Source: an optimization exercise on an open RTL-to-GDS flow (aim: small area, a short achievable clock period and few clock cycles). Production flows keep margins and buffers that such runs may drop. The RTL was checked by simulation tests, not by an equivalence proof against the original design. No activity file was given, so power comes from the tool's default toggle rates.

==> design/flow/design.v <==
module fold_enc_lane (
    input  wire        dir,       
    input  wire        kind,      
    input  wire [8:0]  max_k,     
    input  wire        special,   
    input  wire [15:0] v,         
    output wire [11:0] ef,        
    input  wire [7:0]  big_e,     
    input  wire        e_ff,      
    input  wire        e_hi,      
    input  wire [11:0] f,         
    output wire [15:0] dv         
);
    integer k;
    wire       e_sign = v[15];
    wire [7:0] e      = v[14:7];
    wire [6:0] frac   = v[6:0];
    wire       ez     = ~(|e);
    wire [7:0] sig    = {~ez, frac};
    wire [7:0] ee     = {e[7:1], e[0] | ez};
    wire [8:0] t      = max_k - {1'b0, ee};
    wire       big    = (|t[8:4]) | (t[3] & t[2]);
    wire       is_inf = (&e) & ~(|frac);
    wire        d_sign = kind ? f[9] : f[11];
    wire [10:0] mm     = kind ? {f[8:0], 2'b00} : f[10:0];
    wire        ones   = kind ? (&f[8:0]) : (&f[10:0]);
    wire        nz     = |mm;
    reg  [3:0]  lz;
    always @* begin
        lz = 4'd11;
        for (k = 0; k < 11; k = k + 1)
            if (mm[k]) lz = 4'd10 - k[3:0];
    end
    wire        normal = nz & (e_hi | (big_e[3:0] > lz));
    wire [3:0]  s      = normal ? lz + 4'd1 : big_e[3:0];
    reg  [11:0] a;
    always @* begin
        a = {sig, 4'b0000};
        if (dir)
            for (k = 0; k < 12; k = k + 1) a[11-k] = (k == 11) ? 1'b0 : mm[k];
    end
    wire [3:0]  amt = dir ? s : t[3:0];
    wire [11:0] w;
    wire        st;
    fold_shift u_shift (.a(a), .amt(amt), .w(w), .st(st));
    wire [10:0] q     = w[11:1];
    wire        e_rnd = w[0] & (st | q[0]);
    reg  [10:0] m;
    always @* begin
        for (k = 0; k < 11; k = k + 1)
            m[k] = q[k] ^ (e_rnd & ((q & ((11'd1 << k) - 11'd1)) == ((11'd1 << k) - 11'd1)));
    end
    wire [10:0] mag = special ? {11{is_inf}} : ((big | dir) ? 11'd0 : m);
    wire        es  = e_sign & ~dir;
    assign ef = kind ? {2'b00, es, mag[8:0]} : {es, mag};
    reg [11:0] x;
    always @* for (k = 0; k < 12; k = k + 1) x[k] = w[11-k];
    reg [7:0] ex;
    reg       bw;
    always @* begin
        bw = 1'b0;
        for (k = 0; k < 8; k = k + 1) begin
            ex[k] = big_e[k] ^ (k < 4 ? lz[k & 3] : 1'b0) ^ bw;
            bw    = (~big_e[k] & ((k < 4 ? lz[k & 3] : 1'b0) | bw)) |
                    ((k < 4 ? lz[k & 3] : 1'b0) & bw);
        end
    end
    wire        d_rnd = x[3] & (x[2] | x[1] | x[0] | x[4]);
    wire [14:0] pre   = {normal ? ex : 8'd0, x[10:4]};
    reg  [14:0] word;
    always @* begin
        for (k = 0; k < 15; k = k + 1)
            word[k] = pre[k] ^ (d_rnd & ((pre & ((15'd1 << k) - 15'd1)) == ((15'd1 << k) - 15'd1)));
    end
    wire        ds = d_sign & dir;
    assign dv = e_ff ? (ones ? {ds, 15'h7F80} : 16'h7FC0)
                     : {ds, (nz & dir) ? word : 15'd0};
endmodule
module fold_shift (
    input  wire [11:0] a,
    input  wire [3:0]  amt,
    output reg  [11:0] w,
    output reg         st
);
    always @* begin
        w  = a;
        st = 1'b0;
        if (amt[3]) begin st = st | (|w[7:0]); w = {8'd0, w[11:8]}; end
        if (amt[2]) begin st = st | (|w[3:0]); w = {4'd0, w[11:4]}; end
        if (amt[1]) begin st = st | (|w[1:0]); w = {2'd0, w[11:2]}; end
        if (amt[0]) begin st = st | w[0];      w = {1'd0, w[11:1]}; end
    end
endmodule
module fold_max_exp (
    input  wire [255:0] blk,
    output wire [7:0]   max_e,
    output wire         all_zero
);
    reg [7:0]  mx;
    reg [15:0] alive;
    reg [15:0] hit;
    reg        az;
    integer b, i;
    always @* begin
        alive = 16'hFFFF;
        for (b = 7; b >= 0; b = b - 1) begin
            for (i = 0; i < 16; i = i + 1)
                hit[i] = alive[i] & blk[16*i+7+b];
            mx[b] = |hit;
            if (mx[b]) alive = hit;
        end
        az = 1'b1;
        for (i = 0; i < 16; i = i + 1)
            if (blk[16*i+14 -: 15] != 15'd0) az = 1'b0;
    end
    assign max_e    = {mx[7:1], mx[0] | ~(|mx[7:1])};
    assign all_zero = az;
endmodule
module fold_lanes (
    input  wire         dir,       
    input  wire         kind,      
    input  wire [255:0] blk,       
    input  wire [7:0]   max_e,     
    output wire [191:0] field,     
    output wire         special,   
    output wire [255:0] dec_blk    
);
    assign special = &max_e;
    wire   enc_sp  = special & ~dir;
    wire [8:0] max_k = {1'b0, max_e} + {7'd0, kind, 1'b0};
    wire [7:0] big_e = blk[7:0];
    wire       e_ff  = (&big_e) & dir;
    wire       e_hi  = |big_e[7:4];
    wire [11:0] ef [0:15];
    genvar g;
    generate
        for (g = 0; g < 16; g = g + 1) begin : lane
            wire [11:0] f = kind ? {2'b00, blk[8+10*g +: 10]} : blk[8+12*g +: 12];
            fold_enc_lane u_lane (
                .dir     (dir),
                .kind    (kind),
                .max_k   (max_k),
                .special (enc_sp),
                .v       (blk[16*g+15 -: 16]),
                .ef      (ef[g]),
                .big_e   (big_e),
                .e_ff    (e_ff),
                .e_hi    (e_hi),
                .f       (f),
                .dv      (dec_blk[16*g+15 -: 16])
            );
        end
    endgenerate
    reg [191:0] packed_f;
    integer j;
    always @* begin
        packed_f = 192'd0;
        for (j = 0; j < 16; j = j + 1) begin
            if (kind) packed_f[10*j +: 10] = ef[j][9:0];
            else      packed_f[12*j +: 12] = ef[j];
        end
    end
    assign field = packed_f;
endmodule
module fold_codec (
    input  wire         clk,
    input  wire         rst,         
    input  wire         in_valid,
    output wire         in_ready,
    input  wire         in_dir,      
    input  wire         in_kind,     
    input  wire [255:0] in_data,
    output reg          out_valid,
    output reg  [255:0] out_data,
    output reg          out_special
);
    assign in_ready = 1'b1;
    reg         r_valid;
    reg         r_dir;
    reg         r_kind;
    reg [255:0] r_data;
    always @(posedge clk) begin
        if (rst) r_valid <= 1'b0;
        else     r_valid <= in_valid;
        r_dir  <= in_dir;
        r_kind <= in_kind;
        r_data <= in_data;
    end
    wire [7:0] max_e;
    wire       all_zero;
    fold_max_exp u_max (
        .blk      (r_data),
        .max_e    (max_e),
        .all_zero (all_zero)
    );
    reg         s_valid;
    reg         s_dir;
    reg         s_kind;
    reg [255:0] s_data;
    reg [7:0]   s_max_e;
    reg         s_all_zero;
    always @(posedge clk) begin
        if (rst) s_valid <= 1'b0;
        else     s_valid <= r_valid;
        s_dir      <= r_dir;
        s_kind     <= r_kind;
        s_data     <= r_data;
        s_max_e    <= max_e;
        s_all_zero <= all_zero;
    end
    wire [191:0] enc_field;
    wire         enc_special;
    wire [255:0] dec_blk;
    fold_lanes u_lanes (
        .dir     (s_dir),
        .kind    (s_kind),
        .blk     (s_data),
        .max_e   (s_max_e),
        .field   (enc_field),
        .special (enc_special),
        .dec_blk (dec_blk)
    );
    wire [7:0] enc_e = (s_all_zero | s_dir) ? 8'd0 : s_max_e;
    always @(posedge clk) begin
        if (rst) out_valid <= 1'b0;
        else     out_valid <= s_valid;
        out_data    <= dec_blk | {56'd0, enc_field, enc_e};
        out_special <= ~s_dir & enc_special;
    end
endmodule
==> design/flow/run.sh <==
#!/bin/bash
# synth_recipe.tcl (not shown) runs the flow's synth.tcl, then flattens the netlist and writes it again
# the make line also repeats each setting of config.mk as NAME=value (left out here)
make -C /OpenROAD-flow-scripts/flow DESIGN_CONFIG=/design/flow/config.mk WORK_HOME=/design/flow/orfs CLKGATE_MAP_FILE= SYNTH_SCRIPT=/design/flow/synth_recipe.tcl finish
==> design/flow/config.mk <==
export PLATFORM = sky130hd
export DESIGN_NAME = fold_codec
export DESIGN_NICKNAME = fold_codec
export VERILOG_FILES = /design/flow/design.v
export SDC_FILE = /design/flow/constraint.sdc
export NUM_CORES = 4
export LEC_CHECK = 0
export ABC_AREA = 1
export CAP_MARGIN = 20
export CORE_MARGIN = 2
export CORE_UTILIZATION = 40
export PLACE_DENSITY = 0.6
export SLEW_MARGIN = 20
==> design/flow/constraint.sdc <==
create_clock -name core_clock -period 45.0 [get_ports {clk}]
set_input_delay 9.0000 -clock core_clock [delete_from_list [all_inputs] [get_ports {clk}]]
set_output_delay 9.0000 -clock core_clock [all_outputs]
set_load 0.01 [all_outputs]
==> run summary, run 1 <==
element type at the critical path start = flop
Placed Cells = 10.90k
Initial Util = 40.33%
CTS Buf Count = 81
total wire length = 261800 µm
Critical Path Sink Type = primary output
Clock Tree Buf Depth = 3
Post-Route Setup TNS = 0 ns
Slew headroom = 13.13%
PostCTS Resize Cnt = 0
Ports = 520
hold-fix buffers at CTS = 0
r2r setup slk = 35.16 ns
Yosys warnings = 5
top cells by area, synth = dfxtp_1 (28%), nand2_1 (15%), inv_1 (8.2%)
IO Port Bufs = 518
Critical Path Fanout Max = 1
Crit path buffers/inverters = 1
Setup Viol. Count Final = 0
cells after synthesis = 8779
number of clock sinks = 785
reg2reg end = out_data[125]$_DFF_P_
share of layout cells above drive strength 1 = 3.341%
Max-cap violations = 0
total track usage = 35.61%
fin cells = 11.05k
FMAX = 94.51 MHz
wire per inst = 23.69 µm
worst vdd ir = 0.03322 mV
Final Max Slew Viols = 0
initial antenna violation count = 10
routed vias/inst = 5.633
drt first pass iters = 9
Die Y = 376.6 µm
Cell Area, Synth = 0.05552 mm²
final cycle utilization of the critical path = 23.51%
root buffer cell = clkbuf_16
worst hold stages = 0
ys flop type = dfxtp_1
number of flops mapped to enable cells by yosys = 0
clock latency (worst-skew pair) = 0.72 ns
Worst-Margin Slew = 1.289 ns
grt ovf = 0
hold_sp = r_data[175]$_DFF_P_
DR iter-0 viols = 7718
Die ar. = 0.1418 mm²
# fillers = 14.39k
FF-to-FF Start = s_kind$_DFF_P_
synthesis-to-finish area growth = 17.53%
number of global-route vias before repair = 56.54k
Slowest-stage cell, CP = clkdlybuf4s50_1
dominant cell type by area after synthesis = dfxtp_1
skew final = 0.02844 ns
H-tree Lvls = 3
Crit path required time = 36.00 ns
DRC = 0
leak pwr = 30.56 nW
final instance area = 0.06525 mm²
worst min-delay path class = flop to flop
Cell Rows = 136
largest net degree at the start of global routing = 111
Final Critical Period = 10.58 ns
DIE WIDTH = 376.6 µm
DP Area = 0.06247 mm²
post-synth top area share = 28.31%
post-route ant nets = 0
PwrDens = 49.23 mW/mm²
Final Hold Violating Endpoints = 0
crit-path max cell delay = 0.56 ns
Critical Path AT = 1.58 ns
Top Family by Delay on Critical Path = buffers and inverters
RD Place Congestion = 1.011
run status = complete, no violations
global-route wire length before repair = 375900 µm
Clk pin slew, worst setup/hold paths = 0.06 ns
via count = 62.24k
dpl hpwl = 213800 µm
CTS tree = done
RSZ-0062 raised after global routing = false
WS Path Type = flop to primary output
Synthesized Nets = 9408
Synth async-reset ratio = 0%
Reg2Reg Depth = 47
count of state elements after synthesis = 785
cell-by-cell trace of the critical path = clkdlybuf4s50_1
Netlist cell types = 73
Min-Delay Endpoint = s_data[175]$_DFF_P_
register area share after synthesis = 28.31%
nets = 9818
postcts setup bufs = 0
Core ar. = 0.1377 mm²
Avg Cell Area, Syn = 6.324 µm²
-- cell families after synthesis --
logic type                 count (synthesis)  share of synthesized area, %
and+or+nand+nor                         4217                         31.95
AOI/OAI and AO/OA                       1732                         17.53
buffers and inverters                   1524                         10.58
DFF                                      785                         28.31
adders and majority gates                368                         9.159
xor gates and xnor gates                 124                         1.956
muxes                                     28                        0.5048
other                                      1                      0.006754
-- final cells by class --
class | count | area (µm²) | area share (%)
inverter | 1253 | 4716 | 7.227
timing repair buffer | 598 | 5796 | 8.882
clock buffer | 108 | 2291 | 3.511
sequential | 785 | 15730 | 24.10
clock inverter | 35 | 470.5 | 0.7210
antenna | 6 | 15.01 | 0.02301
tap | 1794 | 2245 | 3.440
multi-input combinational | 6470 | 34000 | 52.10
-- cell usage after synthesis (39+ instances only) --
library cell,instances
buf_2,48
dfxtp_1,785
clkbuf_1,185
nand2_1,2259
xor2_1,85
xnor2_1,39
nor4_1,154
o21ai_0,909
inv_1,1215
o21ai_1,45
nor2_1,927
nor3_1,75
o211ai_1,62
a21oi_1,405
ha_1,304
nand4_1,133
fa_1,64
nand3_1,568
-- registers in the layout, indices dropped and copies added, names as in the netlist --
| signal | flops |
|---|---|
| r_kind | 1 |
| s_dir | 1 |
| s_data | 256 |
| r_data | 256 |
| s_valid | 1 |
| out_valid | 1 |
| s_max_e | 8 |
| s_all_zero | 1 |
| out_data | 256 |
| r_dir | 1 |
| out_special | 1 |
| r_valid | 1 |
| s_kind | 1 |
-- worst max-delay path by stage --
stage                                     start  depth (start not counted)  slack, ns                     to
after floorplan             out_data[0]$_DFF_P_                          0      35.67            out_data[0]
after detailed placement  out_data[152]$_DFF_P_                          1      35.14          out_data[152]
after global placement    out_data[159]$_DFF_P_                          1      35.16          out_data[159]
after CTS                 out_data[183]$_DFF_P_                          1      34.37          out_data[183]
final                     out_data[183]$_DFF_P_                          1      34.42          out_data[183]
after global routing             s_kind$_DFF_P_                         48      34.16  out_data[142]$_DFF_P_
-- routing by layer --
metal | share of wire [%] | GRT usage (%) | vias to the layer above
met5 | 0.014 | 0 | -
met4 | 4.1 | 13.63 | 6
met3 | 11 | 8.697 | 475
met2 | 40 | 50.60 | 3342
met1 | 45 | 51.28 | 28790
li1 | - | - | 29630
-- per-stage QoR --
step	worst slack (ns)	hold WS [ns]	power, mW	util (%)
after floorplan	35.67	0.3096	1.909	-
after global placement	35.16	0.3122	2.462	45.38
after detailed placement	35.14	0.3121	2.474	45.38
after CTS	34.37	0.3257	3.179	47.38
after global routing	34.16	0.3352	3.424	47.39
final	34.42	0.3264	3.213	47.40
-- layout by cell type, fill, tap and decap left out, types with 85 or more instances in the layout --
| master | synthesis | final |
|---|---|---|
| dfxtp_1 | 785 | 780 |
| o21ai_0 | 909 | 906 |
| clkdlybuf4s50_1 | 0 | 518 |
| nand4_1 | 133 | 133 |
| nor4_1 | 154 | 151 |
| ha_1 | 304 | 304 |
| a21oi_1 | 405 | 405 |
| nand2_1 | 2259 | 2259 |
| nand3_1 | 568 | 567 |
| nor2_1 | 927 | 926 |
| inv_1 | 1215 | 1212 |
| xor2_1 | 85 | 85 |
-- power by group --
group / total (mW) / leakage [nW] / internal [mW] / switching (mW)
Sequential: 0.833 / 6.59 / 0.775 / 0.0573
Clock: 0.700 / 1.34 / 0.406 / 0.294
Combinational: 1.68 / 22.6 / 0.558 / 1.12
Total: 3.21 / 30.6 / 1.74 / 1.47
Testbench counts, summed over its fixed seeds: cycles 6,008.
==> inputs of run 2 (changes only) <==
--- a/design/flow/design.v
+++ b/design/flow/design.v
@@ -2,5 +2,7 @@
     input  wire        dir,       
     input  wire        kind,      
-    input  wire [8:0]  max_k,     
+    input  wire [3:0]  max_k,     
+    input  wire [7:0]  lim_k,     
+    input  wire        lim_ok,    
     input  wire        special,   
     input  wire [15:0] v,         
@@ -9,4 +11,5 @@
     input  wire        e_ff,      
     input  wire        e_hi,      
+    input  wire [3:0]  e_hm1,     
     input  wire [11:0] f,         
     output wire [15:0] dv         
@@ -19,6 +22,6 @@
     wire [7:0] sig    = {~ez, frac};
     wire [7:0] ee     = {e[7:1], e[0] | ez};
-    wire [8:0] t      = max_k - {1'b0, ee};
-    wire       big    = (|t[8:4]) | (t[3] & t[2]);
+    wire [3:0] t      = max_k - ee[3:0];
+    wire       big    = lim_ok & (ee <= lim_k);
     wire       is_inf = (&e) & ~(|frac);
     wire        d_sign = kind ? f[9] : f[11];
@@ -40,5 +43,5 @@
             for (k = 0; k < 12; k = k + 1) a[11-k] = (k == 11) ? 1'b0 : mm[k];
     end
-    wire [3:0]  amt = dir ? s : t[3:0];
+    wire [3:0]  amt = dir ? s : t;
     wire [11:0] w;
     wire        st;
@@ -56,14 +59,6 @@
     reg [11:0] x;
     always @* for (k = 0; k < 12; k = k + 1) x[k] = w[11-k];
-    reg [7:0] ex;
-    reg       bw;
-    always @* begin
-        bw = 1'b0;
-        for (k = 0; k < 8; k = k + 1) begin
-            ex[k] = big_e[k] ^ (k < 4 ? lz[k & 3] : 1'b0) ^ bw;
-            bw    = (~big_e[k] & ((k < 4 ? lz[k & 3] : 1'b0) | bw)) |
-                    ((k < 4 ? lz[k & 3] : 1'b0) & bw);
-        end
-    end
+    wire [4:0] ex_lo = {1'b0, big_e[3:0]} - {1'b0, lz};
+    wire [7:0] ex    = {ex_lo[4] ? e_hm1 : big_e[7:4], ex_lo[3:0]};
     wire        d_rnd = x[3] & (x[2] | x[1] | x[0] | x[4]);
     wire [14:0] pre   = {normal ? ex : 8'd0, x[10:4]};
@@ -129,7 +124,9 @@
     wire   enc_sp  = special & ~dir;
     wire [8:0] max_k = {1'b0, max_e} + {7'd0, kind, 1'b0};
+    wire [8:0] lim_k = max_k - 9'd12;
     wire [7:0] big_e = blk[7:0];
     wire       e_ff  = (&big_e) & dir;
     wire       e_hi  = |big_e[7:4];
+    wire [3:0] e_hm1 = big_e[7:4] - 4'd1;
     wire [11:0] ef [0:15];
     genvar g;
@@ -140,5 +137,7 @@
                 .dir     (dir),
                 .kind    (kind),
-                .max_k   (max_k),
+                .max_k   (max_k[3:0]),
+                .lim_k   (lim_k[7:0]),
+                .lim_ok  (~lim_k[8]),
                 .special (enc_sp),
                 .v       (blk[16*g+15 -: 16]),
@@ -147,4 +146,5 @@
                 .e_ff    (e_ff),
                 .e_hi    (e_hi),
+                .e_hm1   (e_hm1),
                 .f       (f),
                 .dv      (dec_blk[16*g+15 -: 16])
==> design/flow/flow/run.sh (new file) <==
#!/bin/bash
# The standard layout (the standard.sh, unchanged synthesis and flow
# steps), with the input and output port buffers made of buf_1 cells instead
# of the delay buffers buffer_ports picks by default. Every port keeps its
# buffer. make's full output goes to standard.log; ORFS keeps each step's log
# under orfs/logs/.
set -euo pipefail
export BUFFER_PORTS_ARGS="-buffer_cell sky130_fd_sc_hd__buf_1"
bash standard.sh > standard.log 2>&1
==> design/flow/standard.sh (new file) <==
#!/bin/bash
# synth_recipe.tcl (not shown) runs the flow's synth.tcl, then flattens the netlist and writes it again
# the make line also repeats each setting of config.mk as NAME=value (left out here)
make -C /OpenROAD-flow-scripts/flow DESIGN_CONFIG=/design/flow/config.mk WORK_HOME=/design/flow/orfs CLKGATE_MAP_FILE= SYNTH_SCRIPT=/design/flow/synth_recipe.tcl "${@:-finish}"
removed: design/flow/run.sh
==> run summary, run 2 <==
run status = complete, no violations (unchanged)
largest net degree at the start of global routing = 147 (was 111)
Clk pin slew, worst setup/hold paths = 0.07 ns (was 0.06 ns)
most common cell after layout, fill and taps aside = nand2_1 (unchanged)
Clock Tree Buf Depth = 3 (unchanged)
skew final = 0.05712 ns (was 0.02844 ns)
Core ar. = 0.1356 mm² (was 0.1377 mm²)
Clk pwr share = 21.4% (was 21.8%)
WS Path Type = flop to primary output (unchanged)
Critical Path Fanout Max = 1 (unchanged)
Slew headroom = 15.15% (was 13.13%)
Crit path required time = 36.00 ns (about the same)
most frequent cell after synthesis = nand2_1 (unchanged)
via count = 62.09k (was 62.24k)
Reg2Reg Depth = 46 (was 47)
wire per inst = 24.43 µm (was 23.69 µm)
PostCTS Resize Cnt = 0 (unchanged)
nets = 9718 (was 9818)
Max-cap violations = 0 (unchanged)
Yosys warnings = 5 (unchanged)
Final Critical Period = 10.47 ns (was 10.58 ns)
Int Power = 1.732 mW (was 1.739 mW)
Final Max Slew Viols = 0 (unchanged)
Setup Viol. Count Final = 0 (unchanged)
PwrDens = 55.96 mW/mm² (was 49.23 mW/mm²)
top cells by area, synth = dfxtp_1 (29%), nand2_1 (15%), o21ai_0 (9.1%) (was dfxtp_1 (28%), nand2_1 (15%), inv_1 (8.2%))
worst min-delay path class = flop to flop (unchanged)
dpl hpwl = 215800 µm (was 213800 µm)
crit-path max cell delay = 0.47 ns (was 0.56 ns)
Placed Cells = 10.83k (was 10.90k)
post-synth top area share = 28.73% (was 28.31%)
Synthesized Nets = 9323 (was 9408)
post-route ant nets = 0 (unchanged)
reg2reg end = out_data[142]$_DFF_P_ (was out_data[125]$_DFF_P_)
CTS Buf Count = 84 (was 81)
number of global-route vias before repair = 55.36k (was 56.54k)
worst vdd ir = 0.03500 mV (was 0.03322 mV)
DRC = 0 (unchanged)
initial antenna violation count = 25 (was 10)
leak pwr = 28.75 nW (was 30.56 nW)
Cell Area, Synth = 0.05470 mm² (was 0.05552 mm²)
Critical Path AT = 1.47 ns (was 1.58 ns)
fin cells = 10.99k (was 11.05k)
total wire length = 268400 µm (was 261800 µm)
share of layout cells above drive strength 1 = 3.424% (was 3.341%)
register area share after synthesis = 28.73% (was 28.31%)
Die Y = 373.8 µm (was 376.6 µm)
Initial Util = 40.33% (about the same)
global-route wire length before repair = 379200 µm (was 375900 µm)
dominant cell type by area after synthesis = dfxtp_1 (unchanged)
hold-fix buffers at CTS = 0 (unchanged)
synthesis-to-finish area growth = 12.08% (was 17.53%)
Worst Setup SP = out_data[158]$_DFF_P_ (was out_data[183]$_DFF_P_)
CP Capture Point = out_data[158] (was out_data[183])
CTS tree = done (unchanged)
DR iter-0 viols = 7858 (was 7718)
Slowest-stage cell, CP = dfxtp_1 (was clkdlybuf4s50_1)
r2r setup slk = 35.45 ns (was 35.16 ns)
number of clock sinks = 785 (unchanged)
drt first pass iters = 9 (unchanged)
FF-to-FF Start = s_kind$_DFF_P_ (unchanged)
Synth async-reset ratio = 0% (unchanged)
IO Port Bufs = 518 (unchanged)
Die ar. = 0.1397 mm² (was 0.1418 mm²)
Top Family by Delay on Critical Path = flip-flops (was buffers and inverters)
Avg Cell Area, Syn = 6.260 µm² (was 6.324 µm²)
element type at the critical path start = flop (unchanged)
Post-Route Setup TNS = 0 ns (unchanged)
Worst-Margin Slew = 1.259 ns (was 1.289 ns)
Cell Rows = 135 (was 136)
Crit path buffers/inverters = 1 (unchanged)
most frequent cells in the layout = nand2_1 (2235), inv_1 (1157), o21ai_0 (991) (was nand2_1 (2259), inv_1 (1212), nor2_1 (926))
ys flop type = dfxtp_1 (unchanged)
Final Hold Violating Endpoints = 0 (unchanged)
RSZ-0062 raised after global routing = false (unchanged)
cell-by-cell trace of the critical path = buf_1 (was clkdlybuf4s50_1)
Synth top cells by count = nand2_1 (2236), inv_1 (1164), o21ai_0 (991), nor2_1 (953), dfxtp_1 (785) (was nand2_1 (2259), inv_1 (1215), nor2_1 (927), o21ai_0 (909), dfxtp_1 (785))
switching power = 1.699 mW (was 1.473 mW)
Netlist cell types = 66 (was 73)
grt ovf = 0 (unchanged)
RD Place Congestion = 1.049 (was 1.011)
Ports = 520 (unchanged)
number of flops mapped to enable cells by yosys = 0 (unchanged)
DIE WIDTH = 373.8 µm (was 376.6 µm)
Critical Path Sink Type = primary output (unchanged)
switch share = 49.52% (was 45.86%)
CP Depth = 1 (unchanged)
count of state elements after synthesis = 785 (unchanged)
FMAX = 95.49 MHz (was 94.51 MHz)
H-tree Lvls = 3 (unchanged)
postcts setup bufs = 0 (unchanged)
total track usage = 36.72% (was 35.61%)
clock latency (worst-skew pair) = 0.76 ns (was 0.72 ns)
routed vias/inst = 5.650 (was 5.633)
Sequential Power Share = 25.3% (was 25.9%)
root buffer cell = clkbuf_16 (unchanged)
top flop regs = out_data (256), r_data (256), s_data (256) (unchanged)
Comb power frac = 53.4% (was 52.3%)
final cycle utilization of the critical path = 23.27% (was 23.51%)
cells after synthesis = 8738 (was 8779)
run 2: cell count changes after synthesis, sizes merged, moves of 22 or more:
| cell | delta |
|---|---|
| nor2 | +25 |
| fa | -32 |
| nand2 | -22 |
| clkbuf | +38 |
| o21ai | +60 |
| a21oi | -33 |
| inv | -62 |
run 2: worst min-delay path by stage:
stage               cells past startpoint                   to                 from
finish                                  0        s_dir$_DFF_P_        r_dir$_DFF_P_
CTS                                     0        s_dir$_DFF_P_        r_dir$_DFF_P_
floorplan                               0  s_data[111]$_DFF_P_  r_data[111]$_DFF_P_
global placement                        0  s_data[255]$_DFF_P_  r_data[255]$_DFF_P_
global route                            0  s_data[111]$_DFF_P_  r_data[111]$_DFF_P_
detailed placement                      0   s_data[31]$_DFF_P_   r_data[31]$_DFF_P_
run 2: layout make-up:
cell class	count	area [µm²]
fillers	14590	74330
multi-input cells	6463	33290
flip-flops and latches	785	15730
inverters	1197	4507
repair buffers	602	2613
clock buffers	102	2230
well taps	1781	2228
clock inverters	50	689.4
diodes	9	22.52
run 2: cells by family (layout without fill, tap and decap cells):
family,Yosys count,in the layout,share of synthesized area [%]
fa+ha+maj,324,324,7.851
other cells,1,10,0.006856
mux,27,27,0.4941
buf+inv,1490,1951,10.45
simple gates,4195,4195,32.13
flops,785,785,28.73
compound gates,1828,1828,18.93
xor+xnor,88,88,1.409
run 2: power by group through the flow:
stage	Sequential [mW]	Clock [mW]	Combinational (mW)
after floorplan	0.880	0	1.14
after global placement	0.876	0	1.76
after detailed placement	0.879	0	1.76
after CTS	0.863	0.744	1.77
after global routing	0.871	0.771	2.01
final	0.867	0.733	1.83
run 2: stage by stage:
step	utilization (%)	cell area, µm²	hold slack (ns)	power (mW)	setup WS, ns
2_1_floorplan	-	54700	0.3096	2.017	35.67
3_3_place_gp	43.02	58350	0.3116	2.633	35.32
3_5_place_dp	43.03	58360	0.3121	2.641	35.32
4_1_cts	45.18	61280	0.3228	3.378	34.51
5_1_grt	45.18	61280	0.3300	3.652	34.52
6_report	45.20	61310	0.3229	3.430	34.53
run 2: routing by layer:
metal | vias to the layer above | routed length, µm | share of wire [%] | global-route usage [%]
met5 | - | 93 | 0.035 | 0
met4 | 16 | 13670 | 5.1 | 17.16
met3 | 549 | 30790 | 11 | 9.680
met2 | 3447 | 105300 | 39 | 51.55
met1 | 28510 | 118600 | 44 | 51.76
li1 | 29570 | - | - | -
Testbench counts of run 2, summed over its fixed seeds: cycles 6,008.
==> inputs of run 3 (changes only) <==
--- a/design/flow/config.mk
+++ b/design/flow/config.mk
@@ -9,5 +9,7 @@
 export CAP_MARGIN = 20
 export CORE_MARGIN = 2
-export CORE_UTILIZATION = 40
-export PLACE_DENSITY = 0.6
+export CORE_UTILIZATION = 60
+export CTS_CLUSTER_DIAMETER = 60
+export CTS_CLUSTER_SIZE = 30
+export PLACE_DENSITY = 0.75
 export SLEW_MARGIN = 20
==> run summary, run 3 <==
initial antenna violation count = 23 (was 25)
DIE WIDTH = 305.9 µm (was 373.8 µm)
simple-gate share of the synthesized area = 32.13% (unchanged)
Yosys warnings = 5 (unchanged)
clock latency (worst-skew pair) = 0.72 ns (was 0.76 ns)
largest net degree at the start of global routing = 166 (was 147)
post-route ant nets = 0 (unchanged)
Pwr Total = 3.209 mW (was 3.430 mW)
hold-fix buffers at CTS = 0 (unchanged)
Critical Path Sink Type = primary output (unchanged)
most common cell after layout, fill and taps aside = nand2_1 (unchanged)
Sequential Power Share = 27.0% (was 25.3%)
DRC = 0 (unchanged)
share of layout cells above drive strength 1 = 2.718% (was 3.424%)
Top Family by Delay on Critical Path = flip-flops (unchanged)
Core ar. = 0.09015 mm² (was 0.1356 mm²)
final worst slack = 34.77 ns (was 34.53 ns)
RSZ-0062 raised after global routing = false (unchanged)
number of flops mapped to enable cells by yosys = 0 (unchanged)
Slew headroom = 15.36% (was 15.15%)
# fillers = 8427 (was 14.59k)
Crit path required time = 36.00 ns (about the same)
post-synthesis mux area share = 0.4941% (unchanged)
WS Path Type = flop to primary output (unchanged)
routed vias/inst = 6.229 (was 5.650)
total wire length = 242200 µm (was 268400 µm)
leak pwr = 28.19 nW (was 28.75 nW)
Post-Route Setup TNS = 0 ns (unchanged)
largest family of logic cells by synthesized area = simple AND/OR/NAND/NOR gates (unchanged)
Clock Tree Buf Depth = 3 (unchanged)
PwrDens = 53.92 mW/mm² (was 55.96 mW/mm²)
Critical Path AT = 1.23 ns (was 1.47 ns)
Max-cap violations = 0 (unchanged)
grt ovf = 0 (unchanged)
total track usage = 49.41% (was 36.72%)
switch share = 51.41% (was 49.52%)
Final Max Slew Viols = 0 (unchanged)
run status = complete, no violations (unchanged)
Cell Area, Synth = 0.05470 mm² (unchanged)
global-route wire length before repair = 349500 µm (was 379200 µm)
Clk pwr share = 17.1% (was 21.4%)
PostCTS Resize Cnt = 0 (unchanged)
CTS tree = done (unchanged)
Adder-Cell Fraction of Synth Area = 7.851% (unchanged)
worst vdd ir = 0.05570 mV (was 0.03500 mV)
dpl hpwl = 189200 µm (was 215800 µm)
post-synth top area share = 28.73% (unchanged)
register area share after synthesis = 28.73% (unchanged)
synthesis-to-finish area growth = 8.816% (was 12.08%)
cells after synthesis = 8738 (unchanged)
final cycle utilization of the critical path = 22.74% (was 23.27%)
number of global-route vias before repair = 56.32k (was 55.36k)
number of clock sinks = 785 (unchanged)
element type at the critical path start = flop (unchanged)
Synth async-reset ratio = 0% (unchanged)
setup slack after placement = 35.46 ns (was 35.32 ns)
via count = 64.25k (was 62.09k)
RD Place Congestion = 1.142 (was 1.049)
count of state elements after synthesis = 785 (unchanged)
Int Power = 1.559 mW (was 1.732 mW)
Avg Cell Area, Syn = 6.260 µm² (unchanged)
Netlist cell types = 66 (unchanged)
cell-by-cell trace of the critical path = buf_1 (unchanged)
ys flop type = dfxtp_1 (unchanged)
skew final = 0.03764 ns (was 0.05712 ns)
Final Hold Violating Endpoints = 0 (unchanged)
postcts setup bufs = 0 (unchanged)
Worst-Margin Slew = 1.256 ns (was 1.259 ns)
Die ar. = 0.09359 mm² (was 0.1397 mm²)
switching power = 1.650 mW (was 1.699 mW)
Comb power frac = 55.9% (was 53.4%)
dominant cell type by area after synthesis = dfxtp_1 (unchanged)
wire per inst = 23.48 µm (was 24.43 µm)
Slowest-stage cell, CP = dfxtp_1 (unchanged)
Final Critical Period = 10.23 ns (was 10.47 ns)
Initial Util = 60.67% (was 40.33%)
Setup Viol. Count Final = 0 (unchanged)
most frequent cell after synthesis = nand2_1 (unchanged)
IO Port Bufs = 518 (unchanged)
Clk pin slew, worst setup/hold paths = 0.09 ns (was 0.07 ns)
post-synthesis compound-gate area fraction = 18.93% (unchanged)
Post-Synth XOR/XNOR Area = 1.409% (unchanged)
Crit path buffers/inverters = 1 (unchanged)
CTS Buf Count = 50 (was 84)
FMAX = 97.71 MHz (was 95.49 MHz)
H-tree Lvls = 2 (was 3)
top cells by area, synth = dfxtp_1 (29%), nand2_1 (15%), o21ai_0 (9.1%) (unchanged)
worst min-delay path class = flop to flop (unchanged)
Critical Path Fanout Max = 1 (unchanged)
nets = 9670 (was 9718)
Ports = 520 (unchanged)
DR iter-0 viols = 10.80k (was 7858)
drt first pass iters = 8 (was 9)
Synthesized Nets = 9323 (unchanged)
root buffer cell = clkbuf_16 (unchanged)
Synth top cells by count = nand2_1 (2236), inv_1 (1164), o21ai_0 (991), nor2_1 (953), dfxtp_1 (785) (unchanged)
top flop regs = out_data (256), r_data (256), s_data (256) (unchanged)
crit-path max cell delay = 0.37 ns (was 0.47 ns)
Die Y = 305.9 µm (was 373.8 µm)
most frequent cells in the layout = nand2_1 (2235), inv_1 (1157), o21ai_0 (988) (was nand2_1 (2235), inv_1 (1157), o21ai_0 (991))
Cell Rows = 110 (was 135)
-- run 3: cell counts after synthesis --
Identical to the previous run, type by type.
-- run 3: power by group through the flow --
| stage | registers, mW | clock network, mW | logic (mW) |
|---|---|---|---|
| 6_report | 0.866 | 0.549 | 1.79 |
| 5_1_grt | 0.867 | 0.573 | 1.95 |
| 4_1_cts | 0.858 | 0.548 | 1.70 |
| 3_5_place_dp | 0.874 | 0 | 1.69 |
| 3_3_place_gp | 0.870 | 0 | 1.66 |
| 2_1_floorplan | 0.880 | 0 | 1.14 |
-- run 3: final timing paths --
check / startpoint / endpoint / slack, ns / cells after the start
setup / recovery: out_data[158]$_DFF_P_ / out_data[158] / 34.77 / 1
hold / removal: r_data[239]$_DFF_P_ / s_data[239]$_DFF_P_ / 0.33 / 0
setup reg to reg: s_kind$_DFF_P_ / out_data[104]$_DFF_P_ / 35.24 / 45
hold reg to reg: r_data[239]$_DFF_P_ / s_data[239]$_DFF_P_ / 0.33 / 0
-- run 3: per-stage QoR --
step	instances	hold slack [ns]	cell area [µm²]	utilization, %
after detailed placement	10210	0.3121	57480	63.76
after global placement	10210	0.3099	57470	63.75
after floorplan	8738	0.3096	54700	-
after CTS	10300	0.3350	59480	65.98
final	10320	0.3347	59520	66.02
after global routing	10310	0.3373	59490	66.00
-- run 3: final cells by class --
type / count / area, µm² / area share, %
inverter: 1197 / 4507 / 7.572
clock inverter: 39 / 705.7 / 1.186
antenna: 13 / 32.53 / 0.05466
timing repair buffer: 588 / 2495 / 4.192
clock buffer: 54 / 1297 / 2.180
tap: 1176 / 1471 / 2.472
sequential: 785 / 15730 / 26.42
multi-input combinational: 6463 / 33290 / 55.92
-- run 3: cell families after synthesis --
logic type      count (synthesis)
compound gates               1828
xor+xnor                       88
fa+ha+maj                     324
buf+inv                      1490
flops                         785
mux                            27
other cells                     1
simple gates                 4195
-- run 3: routing by layer --
| metal | part of all wire [%] | vias to the layer above | GRT usage [%] | wire, µm |
|---|---|---|---|---|
| met3 | 17 | 1101 | 17.24 | 40780 |
| met1 | 37 | 28640 | 65.08 | 90240 |
| li1 | - | 29470 | - | - |
| met2 | 38 | 5021 | 68.34 | 92490 |
| met5 | 0.061 | - | 0 | 147 |
| met4 | 7.6 | 24 | 31.31 | 18510 |
==> inputs of run 4 (changes only) <==
--- a/design/flow/design.v
+++ b/design/flow/design.v
@@ -112,21 +112,51 @@
     assign all_zero = az;
 endmodule
+module fold_prep (
+    input  wire         dir,       
+    input  wire         kind,      
+    input  wire [255:0] blk,       
+    output wire [7:0]   enc_e,     
+    output wire         enc_sp,    
+    output wire [3:0]   max_k,     
+    output wire [7:0]   lim_k,     
+    output wire         lim_ok,    
+    output wire         e_ff,      
+    output wire         e_hi,      
+    output wire [3:0]   e_hm1      
+);
+    wire [7:0] max_e;
+    wire       all_zero;
+    fold_max_exp u_max (
+        .blk      (blk),
+        .max_e    (max_e),
+        .all_zero (all_zero)
+    );
+    assign enc_e  = all_zero ? 8'd0 : max_e;
+    assign enc_sp = (&max_e) & ~dir;
+    wire [8:0] mk = {1'b0, max_e} + {7'd0, kind, 1'b0};
+    wire [8:0] lk = mk - 9'd12;
+    assign max_k  = mk[3:0];
+    assign lim_k  = lk[7:0];
+    assign lim_ok = ~lk[8];
+    wire [7:0] big_e = blk[7:0];
+    assign e_ff  = (&big_e) & dir;
+    assign e_hi  = |big_e[7:4];
+    assign e_hm1 = big_e[7:4] - 4'd1;
+endmodule
 module fold_lanes (
     input  wire         dir,       
     input  wire         kind,      
     input  wire [255:0] blk,       
-    input  wire [7:0]   max_e,     
+    input  wire         enc_sp,    
+    input  wire [3:0]   max_k,     
+    input  wire [7:0]   lim_k,     
+    input  wire         lim_ok,    
+    input  wire         e_ff,      
+    input  wire         e_hi,      
+    input  wire [3:0]   e_hm1,     
     output wire [191:0] field,     
-    output wire         special,   
     output wire [255:0] dec_blk    
 );
-    assign special = &max_e;
-    wire   enc_sp  = special & ~dir;
-    wire [8:0] max_k = {1'b0, max_e} + {7'd0, kind, 1'b0};
-    wire [8:0] lim_k = max_k - 9'd12;
     wire [7:0] big_e = blk[7:0];
-    wire       e_ff  = (&big_e) & dir;
-    wire       e_hi  = |big_e[7:4];
-    wire [3:0] e_hm1 = big_e[7:4] - 4'd1;
     wire [11:0] ef [0:15];
     genvar g;
@@ -137,7 +167,7 @@
                 .dir     (dir),
                 .kind    (kind),
-                .max_k   (max_k[3:0]),
-                .lim_k   (lim_k[7:0]),
-                .lim_ok  (~lim_k[8]),
+                .max_k   (max_k),
+                .lim_k   (lim_k),
+                .lim_ok  (lim_ok),
                 .special (enc_sp),
                 .v       (blk[16*g+15 -: 16]),
@@ -187,10 +217,24 @@
         r_data <= in_data;
     end
-    wire [7:0] max_e;
-    wire       all_zero;
-    fold_max_exp u_max (
-        .blk      (r_data),
-        .max_e    (max_e),
-        .all_zero (all_zero)
+    wire [7:0] enc_e;
+    wire       enc_sp;
+    wire [3:0] max_k;
+    wire [7:0] lim_k;
+    wire       lim_ok;
+    wire       e_ff;
+    wire       e_hi;
+    wire [3:0] e_hm1;
+    fold_prep u_prep (
+        .dir    (r_dir),
+        .kind   (r_kind),
+        .blk    (r_data),
+        .enc_e  (enc_e),
+        .enc_sp (enc_sp),
+        .max_k  (max_k),
+        .lim_k  (lim_k),
+        .lim_ok (lim_ok),
+        .e_ff   (e_ff),
+        .e_hi   (e_hi),
+        .e_hm1  (e_hm1)
     );
     reg         s_valid;
@@ -198,17 +242,28 @@
     reg         s_kind;
     reg [255:0] s_data;
-    reg [7:0]   s_max_e;
-    reg         s_all_zero;
+    reg [7:0]   s_enc_e;
+    reg         s_enc_sp;
+    reg [3:0]   s_max_k;
+    reg [7:0]   s_lim_k;
+    reg         s_lim_ok;
+    reg         s_e_ff;
+    reg         s_e_hi;
+    reg [3:0]   s_e_hm1;
     always @(posedge clk) begin
         if (rst) s_valid <= 1'b0;
         else     s_valid <= r_valid;
-        s_dir      <= r_dir;
-        s_kind     <= r_kind;
-        s_data     <= r_data;
-        s_max_e    <= max_e;
-        s_all_zero <= all_zero;
+        s_dir    <= r_dir;
+        s_kind   <= r_kind;
+        s_data   <= r_data;
+        s_enc_e  <= enc_e;
+        s_enc_sp <= enc_sp;
+        s_max_k  <= max_k;
+        s_lim_k  <= lim_k;
+        s_lim_ok <= lim_ok;
+        s_e_ff   <= e_ff;
+        s_e_hi   <= e_hi;
+        s_e_hm1  <= e_hm1;
     end
     wire [191:0] enc_field;
-    wire         enc_special;
     wire [255:0] dec_blk;
     fold_lanes u_lanes (
@@ -216,15 +271,19 @@
         .kind    (s_kind),
         .blk     (s_data),
-        .max_e   (s_max_e),
+        .enc_sp  (s_enc_sp),
+        .max_k   (s_max_k),
+        .lim_k   (s_lim_k),
+        .lim_ok  (s_lim_ok),
+        .e_ff    (s_e_ff),
+        .e_hi    (s_e_hi),
+        .e_hm1   (s_e_hm1),
         .field   (enc_field),
-        .special (enc_special),
         .dec_blk (dec_blk)
     );
-    wire [7:0] enc_e = (s_all_zero | s_dir) ? 8'd0 : s_max_e;
     always @(posedge clk) begin
         if (rst) out_valid <= 1'b0;
         else     out_valid <= s_valid;
-        out_data    <= dec_blk | {56'd0, enc_field, enc_e};
-        out_special <= ~s_dir & enc_special;
-    end
-endmodule
+        out_data    <= dec_blk | {56'd0, enc_field, s_dir ? 8'd0 : s_enc_e};
+        out_special <= s_enc_sp;
+    end
+endmodule
==> design/flow/flow/run.sh (replaced) <==
#!/bin/bash
# The standard layout (the standard.sh) with two changes:
#  - ABC maps the logic with its area-oriented standard-cell mapper (amap)
#    after extra AIG optimisation, in place of ORFS's abc_area.script. Only
#    the combinational mapping changes; the registers are the standard
#    synthesis's, with the same names and cells.
#  - The input and output port buffers are buf_1 cells instead of the delay
#    buffers buffer_ports picks by default. Every port keeps its buffer.
# make's full output goes to standard.log; ORFS keeps each step's log under
# orfs/logs/.
set -euo pipefail
rm -rf scripts_amap
cp -r "$FLOW_HOME/scripts" scripts_amap
cp flow/abc_area.script scripts_amap/abc_area.script
export SCRIPTS_DIR="$PWD/scripts_amap"
export BUFFER_PORTS_ARGS="-buffer_cell sky130_fd_sc_hd__buf_1"
bash standard.sh > standard.log 2>&1
==> design/flow/flow/abc_area.script (new file) <==
strash
&get -n
&st
&syn2
&dch
&put
dch
amap
topo
stime -c
buffer -c
upsize -c
dnsize -c
==> run summary, run 4 <==
run status = complete, no violations (unchanged)
Top Family by Delay on Critical Path = simple AND/OR/NAND/NOR gates (was flip-flops)
number of clock sinks = 802 (was 785)
most common cell after layout, fill and taps aside = nor2_1 (was nand2_1)
Critical Path AT = 11.10 ns (was 1.23 ns)
Die Y = 294.1 µm (was 305.9 µm)
Setup Viol. Count Final = 0 (unchanged)
most frequent cells in the layout = nor2_1 (1120), dfxtp_1 (788), inv_1 (693) (was nand2_1 (2235), inv_1 (1157), o21ai_0 (988))
top flop regs = out_data (256), r_data (256), s_data (256) (unchanged)
Critical Path Sink Type = flop (was primary output)
Slowest-stage cell, CP = a222oi_1 (was dfxtp_1)
Comb power frac = 47.8% (was 55.9%)
CTS tree = done (unchanged)
Worst-Margin Slew = 1.244 ns (was 1.256 ns)
post-route ant nets = 0 (unchanged)
Int Power = 1.465 mW (was 1.559 mW)
element type at the critical path start = flop (unchanged)
Post-Route Setup TNS = 0 ns (unchanged)
Cell Area, Synth = 0.05049 mm² (was 0.05470 mm²)
Pwr Total = 2.700 mW (was 3.209 mW)
reg2reg end = out_data[173]$_DFF_P_ (was out_data[104]$_DFF_P_)
Final Hold Violating Endpoints = 0 (unchanged)
clock latency (worst-skew pair) = 0.69 ns (was 0.72 ns)
crit-path max cell delay = 0.97 ns (was 0.37 ns)
hold slack = 0.3220 ns (was 0.3347 ns)
final worst slack = 34.44 ns (was 34.77 ns)
RSZ-0062 raised after global routing = false (unchanged)
Synthesized Nets = 7555 (was 9323)
worst vdd ir = 0.05164 mV (was 0.05570 mV)
Yosys warnings = 5 (unchanged)
Clk pwr share = 20.0% (was 17.1%)
skew final = 0.04523 ns (was 0.03764 ns)
share of layout cells above drive strength 1 = 5.457% (was 2.718%)
Clk pin slew, worst setup/hold paths = 0.10 ns (was 0.09 ns)
wire per inst = 28.07 µm (was 23.48 µm)
RD Place Congestion = 1.144 (was 1.142)
dpl hpwl = 186000 µm (was 189200 µm)
ys flop type = dfxtp_1 (unchanged)
register area share after synthesis = 31.80% (was 28.73%)
Synth async-reset ratio = 0% (unchanged)
CP Depth = 35 (was 1)
DRC = 0 (unchanged)
switching power = 1.235 mW (was 1.650 mW)
FF-to-FF Start = s_kind$_DFF_P_ (unchanged)
Crit path buffers/inverters = 8 (was 1)
PostCTS Resize Cnt = 0 (unchanged)
DR iter-0 viols = 10.15k (was 10.80k)
H-tree Lvls = 2 (unchanged)
global-route wire length before repair = 339600 µm (was 349500 µm)
Post-Route Utilization = 66.52% (was 66.02%)
Initial Util = 60.53% (was 60.67%)
WS Path Type = flop to flop (was flop to primary output)
count of state elements after synthesis = 802 (was 785)
most frequent cell after synthesis = nor2_1 (was nand2_1)
Core ar. = 0.08342 mm² (was 0.09015 mm²)
worst hold stages = 0 (unchanged)
Min-Delay Endpoint = s_data[63]$_DFF_P_ (was s_data[239]$_DFF_P_)
root buffer cell = clkbuf_16 (unchanged)
routed vias/inst = 7.077 (was 6.229)
switch share = 45.73% (was 51.41%)
FMAX = 94.66 MHz (was 97.71 MHz)
Clock Tree Buf Depth = 3 (unchanged)
synthesis-to-finish area growth = 9.899% (was 8.816%)
Ports = 520 (unchanged)
Avg Cell Area, Syn = 7.243 µm² (was 6.260 µm²)
Final Max Slew Viols = 0 (unchanged)
CTS Buf Count = 50 (unchanged)
total wire length = 238900 µm (was 242200 µm)
DIE WIDTH = 294.1 µm (was 305.9 µm)
Critical Path Fanout Max = 87 (was 1)
leak pwr = 23.65 nW (was 28.19 nW)
Synth top cells by count = nor2_1 (1121), dfxtp_1 (802), inv_1 (695), nand2_1 (627), o22ai_1 (481) (was nand2_1 (2236), inv_1 (1164), o21ai_0 (991), nor2_1 (953), dfxtp_1 (785))
worst min-delay path class = flop to flop (unchanged)
Sequential Power Share = 32.2% (was 27.0%)
Die ar. = 0.08649 mm² (was 0.09359 mm²)
setup slack after placement = 35.03 ns (was 35.46 ns)
Final Critical Period = 10.56 ns (was 10.23 ns)
grt ovf = 0 (unchanged)
number of global-route vias before repair = 53.69k (was 56.32k)
Max-cap violations = 0 (unchanged)
postcts setup bufs = 0 (unchanged)
critical path's most frequent cell = nor2_1
PwrDens = 48.65 mW/mm² (was 53.92 mW/mm²)
IO Port Bufs = 518 (unchanged)
via count = 60.24k (was 64.25k)
dominant cell type by area after synthesis = dfxtp_1 (unchanged)
drt first pass iters = 14 (was 8)
Crit path required time = 45.54 ns (was 36.00 ns)
Reg2Reg Depth = 35 (was 45)
number of flops mapped to enable cells by yosys = 0 (unchanged)
total track usage = 52.29% (was 49.41%)
hold_sp = r_data[63]$_DFF_P_ (was r_data[239]$_DFF_P_)
Slew headroom = 16.52% (was 15.36%)
Netlist cell types = 85 (was 66)
hold-fix buffers at CTS = 0 (unchanged)
Cell Rows = 106 (was 110)
# fillers = 7198 (was 8427)
top cells by area, synth = dfxtp_1 (32%), nor2_1 (8.3%), ha_1 (7.2%) (was dfxtp_1 (29%), nand2_1 (15%), o21ai_0 (9.1%))
final cycle utilization of the critical path = 23.48% (was 22.74%)
nets = 7966 (was 9670)
largest net degree at the start of global routing = 166 (unchanged)
post-synth top area share = 31.80% (was 28.73%)
r2r setup slk = 34.44 ns (was 35.24 ns)
cells after synthesis = 6971 (was 8738)
initial antenna violation count = 24 (was 23)
run 4: cell types whose count changed after synthesis, moves of 168 or more:
cell / before / now
o21ai_0: 991 / 468
inv_1: 1164 / 695
nor2_1: 953 / 1121
o22ai_1: 15 / 481
nand3_1: 576 / 110
nand2_1: 2236 / 627
run 4: worst max path at each step:
stage,to,startpoint,slack [ns]
6_report,out_data[173]$_DFF_P_,s_kind$_DFF_P_,34.44
2_1_floorplan,out_data[0],out_data[0]$_DFF_P_,35.67
3_5_place_dp,out_data[174]$_DFF_P_,s_kind$_DFF_P_,35.03
4_1_cts,out_data[157],out_data[157]$_DFF_P_,34.74
3_3_place_gp,out_data[173]$_DFF_P_,s_kind$_DFF_P_,35.08
5_1_grt,out_data[110]$_DFF_P_,s_kind$_DFF_P_,33.96
run 4: final cells by class:
cell class / count / area [µm²] / share of cell area (%)
flip-flops and latches: 802 / 16080 / 28.98
multi-input cells: 5185 / 30710 / 55.35
clock buffers: 55 / 1291 / 2.327
clock inverters: 36 / 596.8 / 1.076
well taps: 1080 / 1351 / 2.435
inverters: 733 / 2766 / 4.985
repair buffers: 610 / 2664 / 4.800
diodes: 11 / 27.53 / 0.04960
run 4: cells by family after synthesis:
family          share of synthesized area (%)
simple gates                            23.41
compound gates                          28.73
buf+inv                                 7.528
flops                                   31.80
fa+ha+maj                               8.480
xor+xnor                              0.05205
other cells                          0.007427
run 4: power groups by stage:
stage	sequential [mW]	combinational, mW	clock, mW
6_report	0.869	1.29	0.540
3_5_place_dp	0.876	1.21	0
3_3_place_gp	0.873	1.19	0
5_1_grt	0.868	1.38	0.563
4_1_cts	0.860	1.22	0.537
2_1_floorplan	0.877	0.814	0
run 4: per-layer routing:
metal	global-route usage [%]	wire, µm
met1	66.63	84640
met2	71.60	90770
met3	21.74	42910
met4	34.77	20360
met5	0	253
run 4: metrics by stage:
step / area, µm² / instances
finish: 55490 / 8512
global route: 55470 / 8502
CTS: 55430 / 8500
detailed placement: 53540 / 8409
global placement: 53540 / 8408
floorplan: 50490 / 6971
Testbench counts of run 4, summed over its fixed seeds: cycles 6,008.
==> inputs of run 5 (changes only) <==
--- a/design/flow/config.mk
+++ b/design/flow/config.mk
@@ -9,7 +9,7 @@
 export CAP_MARGIN = 20
 export CORE_MARGIN = 2
-export CORE_UTILIZATION = 60
+export CORE_UTILIZATION = 50
 export CTS_CLUSTER_DIAMETER = 60
 export CTS_CLUSTER_SIZE = 30
-export PLACE_DENSITY = 0.75
+export PLACE_DENSITY = 0.7
 export SLEW_MARGIN = 20
==> run summary, run 5 <==
cells after synthesis = 6971 (unchanged)
dominant cell type by area after synthesis = dfxtp_1 (unchanged)
DP Area = 0.05383 mm² (was 0.05354 mm²)
Comb power frac = 46.7% (was 47.8%)
Placed Cells = 8619 (was 8409)
initial antenna violation count = 18 (was 24)
Slowest-stage cell, CP = a222oi_1 (unchanged)
Synth top cells by count = nor2_1 (1121), dfxtp_1 (802), inv_1 (695), nand2_1 (627), o22ai_1 (481) (unchanged)
most frequent cells in the layout = nor2_1 (1118), dfxtp_1 (787), inv_1 (692) (was nor2_1 (1120), dfxtp_1 (788), inv_1 (693))
DIE WIDTH = 321.8 µm (was 294.1 µm)
Sequential Power Share = 31.7% (was 32.2%)
Cell Rows = 116 (was 106)
largest net degree at the start of global routing = 196 (was 166)
most frequent cell after synthesis = nor2_1 (unchanged)
CTS Buf Count = 56 (was 50)
Final Critical Period = 10.49 ns (was 10.56 ns)
CP Capture Point = out_data[173]$_DFF_P_ (unchanged)
RSZ-0062 raised after global routing = false (unchanged)
Clk pwr share = 21.6% (was 20.0%)
FMAX = 95.30 MHz (was 94.66 MHz)
Critical Path Fanout Max = 77 (was 87)
fin cells = 8734 (was 8512)
H-tree Lvls = 2 (unchanged)
top cells by area, synth = dfxtp_1 (32%), nor2_1 (8.3%), ha_1 (7.2%) (unchanged)
Synthesized Nets = 7555 (unchanged)
r2r setup slk = 34.51 ns (was 34.44 ns)
multi-input logic area = 0.03079 mm² (was 0.03071 mm²)
count of state elements after synthesis = 802 (unchanged)
Worst Setup SP = s_kind$_DFF_P_ (unchanged)
Worst-Margin Slew = 1.183 ns (was 1.244 ns)
Seq. cell area = 0.01608 mm² (about the same)
setup slack after placement = 35.06 ns (was 35.03 ns)
IO Port Bufs = 518 (unchanged)
Avg Cell Area, Syn = 7.243 µm² (unchanged)
Final Hold Violating Endpoints = 0 (unchanged)
routed vias/inst = 6.674 (was 7.077)
Clk pin slew, worst setup/hold paths = 0.10 ns (about the same)
Slew headroom = 20.76% (was 16.52%)
CTS tree = done (unchanged)
PostCTS Resize Cnt = 0 (unchanged)
ys flop type = dfxtp_1 (unchanged)
Netlist cell types = 85 (unchanged)
root buffer cell = clkbuf_16 (unchanged)
Die Y = 321.8 µm (was 294.1 µm)
Final Max Slew Viols = 0 (unchanged)
PwrDens = 48.81 mW/mm² (was 48.65 mW/mm²)
hold slack = 0.3298 ns (was 0.3220 ns)
top flop regs = out_data (256), r_data (256), s_data (256) (unchanged)
leak pwr = 23.81 nW (was 23.65 nW)
worst min-delay path class = flop to flop (unchanged)
final instance area = 0.05613 mm² (was 0.05549 mm²)
number of clock sinks = 802 (unchanged)
skew final = 0.04784 ns (was 0.04523 ns)
clock latency (worst-skew pair) = 0.73 ns (was 0.69 ns)
Cell Area, Synth = 0.05049 mm² (unchanged)
critical path's most frequent cell = nor2_1 (unchanged)
grt ovf = 0 (unchanged)
total wire length = 243800 µm (was 238900 µm)
FF-to-FF Start = s_kind$_DFF_P_ (unchanged)
DR iter-0 viols = 9181 (was 10.15k)
switch share = 45.72% (was 45.73%)
drt first pass iters = 10 (was 14)
Die ar. = 0.1035 mm² (was 0.08649 mm²)
Setup Viol. Count Final = 0 (unchanged)
RD Place Congestion = 1.082 (was 1.144)
Ports = 520 (unchanged)
via count = 58.29k (was 60.24k)
number of global-route vias before repair = 51.50k (was 53.69k)
Core ar. = 0.1001 mm² (was 0.08342 mm²)
postcts setup bufs = 0 (unchanged)
Max-cap violations = 0 (unchanged)
run status = complete, no violations (unchanged)
Clock Tree Buf Depth = 3 (unchanged)
Yosys warnings = 5 (unchanged)
number of flops mapped to enable cells by yosys = 0 (unchanged)
WS Path Type = flop to flop (unchanged)
# fillers = 9762 (was 7198)
Critical Path Sink Type = flop (unchanged)
crit-path max cell delay = 0.83 ns (was 0.97 ns)
Initial Util = 50.42% (was 60.53%)
switching power = 1.253 mW (was 1.235 mW)
Post-Route Setup TNS = 0 ns (unchanged)
Post-Route Utilization = 56.05% (was 66.52%)
hold-fix buffers at CTS = 0 (unchanged)
worst vdd ir = 0.04699 mV (was 0.05164 mV)
wire per inst = 27.91 µm (was 28.07 µm)
global-route wire length before repair = 343700 µm (was 339600 µm)
Crit path required time = 45.55 ns (was 45.54 ns)
Reg2Reg Depth = 37 (was 35)
synthesis-to-finish area growth = 11.16% (was 9.899%)
element type at the critical path start = flop (unchanged)
final cycle utilization of the critical path = 23.32% (was 23.48%)
share of layout cells above drive strength 1 = 5.644% (was 5.457%)
register area share after synthesis = 31.80% (unchanged)
nets = 7963 (was 7966)
dpl hpwl = 194000 µm (was 186000 µm)
reg2reg end = out_data[173]$_DFF_P_ (unchanged)
post-route ant nets = 0 (unchanged)
Synth async-reset ratio = 0% (unchanged)
total track usage = 44.82% (was 52.29%)
post-synth top area share = 31.80% (unchanged)
Pwr Total = 2.739 mW (was 2.700 mW)
final worst slack = 34.51 ns (was 34.44 ns)
most common cell after layout, fill and taps aside = nor2_1 (unchanged)
DRC = 0 (unchanged)
Int Power = 1.487 mW (was 1.465 mW)
Critical Path AT = 11.04 ns (was 11.10 ns)
-- run 5: cell counts after synthesis --
No cell type changed its count.
-- run 5: worst max-delay path, delay by kind of cell (launching register included) --
kind	cells	cell delay [ns]
AND/OR/NAND/NOR	20	4.73
AO/OA/AOI/OAI	8	2.44
buffers and inverters	8	2.13
flip-flops	1	0.59
adder cells (fa/ha/maj)	1	0.35
-- run 5: final cells by class --
cell class | instances | share of cell area, %
tap | 1298 | 2.893
multi-input combinational | 5185 | 54.86
antenna | 12 | 0.05350
clock buffer | 64 | 2.659
clock inverter | 39 | 1.291
timing repair buffer | 601 | 4.663
sequential | 802 | 28.65
inverter | 733 | 4.929
-- run 5: per-layer routing --
| metal | up-vias | GRT usage, % | routed length (µm) |
|---|---|---|---|
| met1 | 27080 | 61.63 | 97150 |
| li1 | 26000 | - | - |
| met3 | 746 | 14.71 | 36920 |
| met4 | 16 | 22.47 | 14550 |
| met2 | 4451 | 62.16 | 95060 |
| met5 | - | 0 | 135 |
-- run 5: power by group through the flow --
stage | Combinational, mW | Clock [mW] | Sequential [mW]
final | 1.28 | 0.591 | 0.869
after global placement | 1.22 | 0 | 0.876
after detailed placement | 1.22 | 0 | 0.879
after floorplan | 0.814 | 0 | 0.877
after CTS | 1.23 | 0.593 | 0.863
after global routing | 1.39 | 0.618 | 0.870
-- run 5: worst min-delay path by stage --
stage                         from             endpoint  slack, ns  depth (start not counted)
2_1_floorplan  r_data[111]$_DFF_P_  s_data[111]$_DFF_P_       0.31                          0
5_1_grt         r_data[63]$_DFF_P_   s_data[63]$_DFF_P_       0.34                          0
3_5_place_dp   r_data[191]$_DFF_P_  s_data[191]$_DFF_P_       0.31                          0
4_1_cts         r_data[63]$_DFF_P_   s_data[63]$_DFF_P_       0.33                          0
3_3_place_gp    r_data[63]$_DFF_P_   s_data[63]$_DFF_P_       0.31                          0
6_report        r_data[63]$_DFF_P_   s_data[63]$_DFF_P_       0.33                          0
-- run 5: logic make-up after synthesis --
kind of cell | count (synthesis) | synth area share [%]
xor+xnor | 3 | 0.05205
other cells | 1 | 0.007427
compound gates | 2236 | 28.73
flops | 802 | 31.80
buf+inv | 984 | 7.528
fa+ha+maj | 323 | 8.480
simple gates | 2622 | 23.41

==> separate check: timing with driven ports <==
The results above use ideal ports. As a check the final layouts listed here were re-extracted and re-timed, cells and wires unchanged.
Step 1, drivers: a clkbuf_16 drives clk and a buf_2 each remaining input, both assumed.
Step 2 times the ports against the registers' clock, not the clock port: input delays grow and output delays shrink by t, the midpoint of the rising clock arrivals with the driver on.
Three values: ideal ports, drivers, drivers and shift; two values: the first two.
| run | t, ns | slack for setup (ns) | latest minus earliest clock arrival (ns) | slew at the worst register clock pin (ns) | worst slew at a driven data input, ns |
|---|---|---|---|---|---|
| run 1 | 0.782 | 34.419 / 34.339 / 35.121 | 0.034 / 0.035 | 0.07 / 0.07 | 0.08 |
| run 2 | 0.810 | 34.528 / 34.446 / 35.256 | 0.057 / 0.057 | 0.09 / 0.09 | 0.07 |
| run 3 | 0.771 | 34.765 / 34.691 / 35.244 | 0.042 / 0.042 | 0.11 / 0.11 | 0.06 |
| run 4 | 0.750 | 34.436 / 34.436 / 34.436 | 0.048 / 0.049 | 0.11 / 0.11 | 0.08 |
| run 5 | 0.786 | 34.507 / 34.507 / 34.507 | 0.054 / 0.053 | 0.11 / 0.11 | 0.06 |
After both steps setup and hold are still met in every run listed.
